This is an optimization exercise on Yosys and OpenROAD, whose aim is small area, not a production implementation.
No activity file was given, so power comes from the tool's default toggle rates.

## oak
==> flow/design.v (excerpt) <==
module fil_nchan (
    input             clk,
    input             rst,           
    input      [8:0]  cfg_d,         
    input      [3:0]  cfg_shift1,    
    input      [6:0]  cfg_taps,      
    input      [3:0]  cfg_dfir,      
    input      [4:0]  cfg_shift2,    
    input      [1:0]  cfg_msel,      
    input             coef_we,
    input      [5:0]  coef_addr,
    input      [23:0] coef_wdata,
    input             bs_valid,
    input             bs_bit,
    output reg        out_valid,
    output reg [23:0] out_data,
    output reg        out_sat1,
    output reg        out_sat2
);
For scale: ~9400 cells after synthesis, ~3700 flip-flops, roughly 120000 µm² of cells after synthesis.
make LEC_CHECK=0 CAP_MARGIN=20 CORE_MARGIN=2 CORE_UTILIZATION=50 CTS_BUF_LIST=sky130_fd_sc_hd__clkbuf_16 CTS_CLUSTER_DIAMETER=60 CTS_CLUSTER_SIZE=25 GPL_ROUTABILITY_DRIVEN=1 SLEW_MARGIN=20 finish   # period 15.0 ns
run.sh (not shown) runs the stock make flow with config.mk's settings and CLKGATE_MAP_FILE= SYNTH_SCRIPT=/design/flow/synth_recipe.tcl, a recipe that flattens the netlist after the stock synthesis.
Input changes introduced in pine (baseline for comparison: oak):
diff --git a/flow/design.v b/flow/design.v
--- a/flow/design.v
+++ b/flow/design.v
@@ -171,55 +171,47 @@
                         nv <= nv + 6'd1;
                 end
             end
         end
     end
     reg         tin;
     wire [5:0]  ph1  = ph + 6'd1;
     always @(posedge clk)
         tin <= ({1'b0, ph1} < cfg_taps) && (ph1 <= nv);
-    reg         mten;                
+    reg  [23:0] mx;
     reg         mv;                  
     always @(posedge clk) begin
-        mten <= pass && tin;
-        mv   <= sv;
+        mx <= (pass && tin) ? w : 24'd0;
+        mv <= sv;
     end
-    wire [23:0] mx = mten ? xq[0] : 24'd0;
     reg  [53:0] acc;
     reg         shing;
     reg  [4:0]  sc;
     reg         s2go;
     reg         fsat;                
     reg         mlast;               
     always @(posedge clk)
         mlast <= busy && (pc == 6'd63) && !rst;
     wire        rnd   = shing && (sc == 5'd0);
     wire [53:0] accin = mv ? 54'd0 : acc;
     wire [53:0] ra, rb;
-    wire [53:0] sum;
+    wire [26:0] slo, shi0;
+    wire        clo;
     fil_nchan_mac u_mac (.acc(accin), .c(cq[0]), .x(mx), .cin(rnd), .ra(ra), .rb(rb));
-    wire [13:0] s0a;
-    wire [13:0] s0b;
-    wire [12:0] s0c, s0d;
-    wire        c0a, c0b, c0c;
-    fil_nchan_radd #(14) u_sa (.a(ra[13:0]),  .b(rb[13:0]),  .cin(1'b0), .s(s0a), .cout(c0a));
-    fil_nchan_radd #(14) u_sb (.a(ra[27:14]), .b(rb[27:14]), .cin(1'b0), .s(s0b), .cout(c0b));
-    fil_nchan_radd #(13) u_sc (.a(ra[40:28]), .b(rb[40:28]), .cin(1'b0), .s(s0c), .cout(c0c));
-    fil_nchan_radd #(13) u_sd (.a(ra[53:41]), .b(rb[53:41]), .cin(1'b0), .s(s0d), .cout());
-    wire        cib = c0a;
-    wire        cic = c0b | (cib & (&s0b));
-    wire        cid = c0c | (cic & (&s0c));
-    wire [13:0] sb;
-    wire [12:0] sc_, sd;
-    fil_nchan_inc #(14) u_ib (.a(s0b), .c(cib), .s(sb));
-    fil_nchan_inc #(13) u_ic (.a(s0c), .c(cic), .s(sc_));
-    fil_nchan_inc #(13) u_id (.a(s0d), .c(cid), .s(sd));
-    assign sum = {sd, sc_, sb, s0a};
+    fil_nchan_radd #(27) u_lo (.a(ra[26:0]),  .b(rb[26:0]),  .cin(1'b0), .s(slo),  .cout(clo));
+    fil_nchan_radd #(27) u_hi (.a(ra[53:27]), .b(rb[53:27]), .cin(1'b0), .s(shi0), .cout());
+    reg  [26:0] hcar;
+    always @(*) begin
+        hcar[0] = clo;
+        for (i = 1; i < 27; i = i + 1)
+            hcar[i] = clo & (&(shi0 | ~((27'd1 << i) - 27'd1)));
+    end
+    wire [53:0] sum = {shi0 ^ hcar, slo};
     always @(posedge clk) begin
         if (shing && sc >= 5'd2)
             acc <= {{2{sum[53]}}, sum[53:2]};
         else if (shing)
             acc <= {sum[53], sum[53:1]};
         else
             acc <= sum;
     end
     always @(posedge clk) begin
@@ -323,34 +315,18 @@
     always @(posedge clk) begin
         if (mpass && hp == 3'd0 && cnt == cfg_msel)
             out_data <= vr;
         else if (mpass && hp != 3'd0 && inw && rnew == {1'b0, cfg_msel})
             out_data <= he[23:0];
         out_sat1 <= (a1 <= mm1);
         out_sat2 <= (a2 <= mm1);
     end
 endmodule
-module fil_nchan_inc #(parameter W = 8) (
-    input  [W-1:0] a,
-    input          c,
-    output [W-1:0] s
-);
-    genvar g;
-    generate
-        for (g = 0; g < W; g = g + 1) begin : bit_
-            if (g == 0) begin : b0
-                assign s[g] = a[g] ^ c;
-            end else begin : bn
-                assign s[g] = a[g] ^ (c & (&a[g-1:0]));
-            end
-        end
-    endgenerate
-endmodule
 module fil_nchan_radd #(parameter W = 8) (
     input  [W-1:0] a,
     input  [W-1:0] b,
     input          cin,
     output [W-1:0] s,
     output         cout
 );
     wire [W:0] c;
     assign c[0] = cin;
Results
- Number of clock sinks delta for pine relative to oak: 23 higher
- Looking at routed metal-1 wirelength across pine and oak, the one that comes out higher is pine.
- pine gives more number of nets in the finished design than oak did.
- In the metrics for pine and oak, the one carrying the lower final worst slack is pine.
- Compared with oak, in pine cell count along the critical path grew by 14, synthesized area divided by synthesized cell count now sits lower, maximum fanout along the worst path down 20, non-clock buffer count higher, power climbed 0.00069 W.
- [pine] multi-input combinational cell area rose about 4% relative to oak
- [pine] count of filler cells inserted in the layout rose about 6% relative to oak
- Pre-CTS worst setup slack, pine and oak: lower on pine
No run of this note included a check of the RTL's function; only the layout flow was run.

==> separate check: timing with driven ports <==
Ports are ideal in the flow. The routed layouts listed here were re-timed in OpenROAD. Step 1 sets driving cells, clkbuf_16 on the clock port and buf_2 on the other inputs (assumed; they add their load-dependent delay and slew). Step 2, shift: input delay + t, output delay - t, t = (earliest + latest rising clock arrival at the registers) / 2. This alone moves slack from input paths to output paths. Three values: no drivers, after step 1, after step 2; two values: the first two.
run	t, ns	setup WS [ns]	worst slew at a driven data input, ns
oak	0.945	1.313 / 1.313 / 1.313	0.13
pine	0.951	0.549 / 0.549 / 0.549	0.12
After both steps every run listed still meets setup and hold.
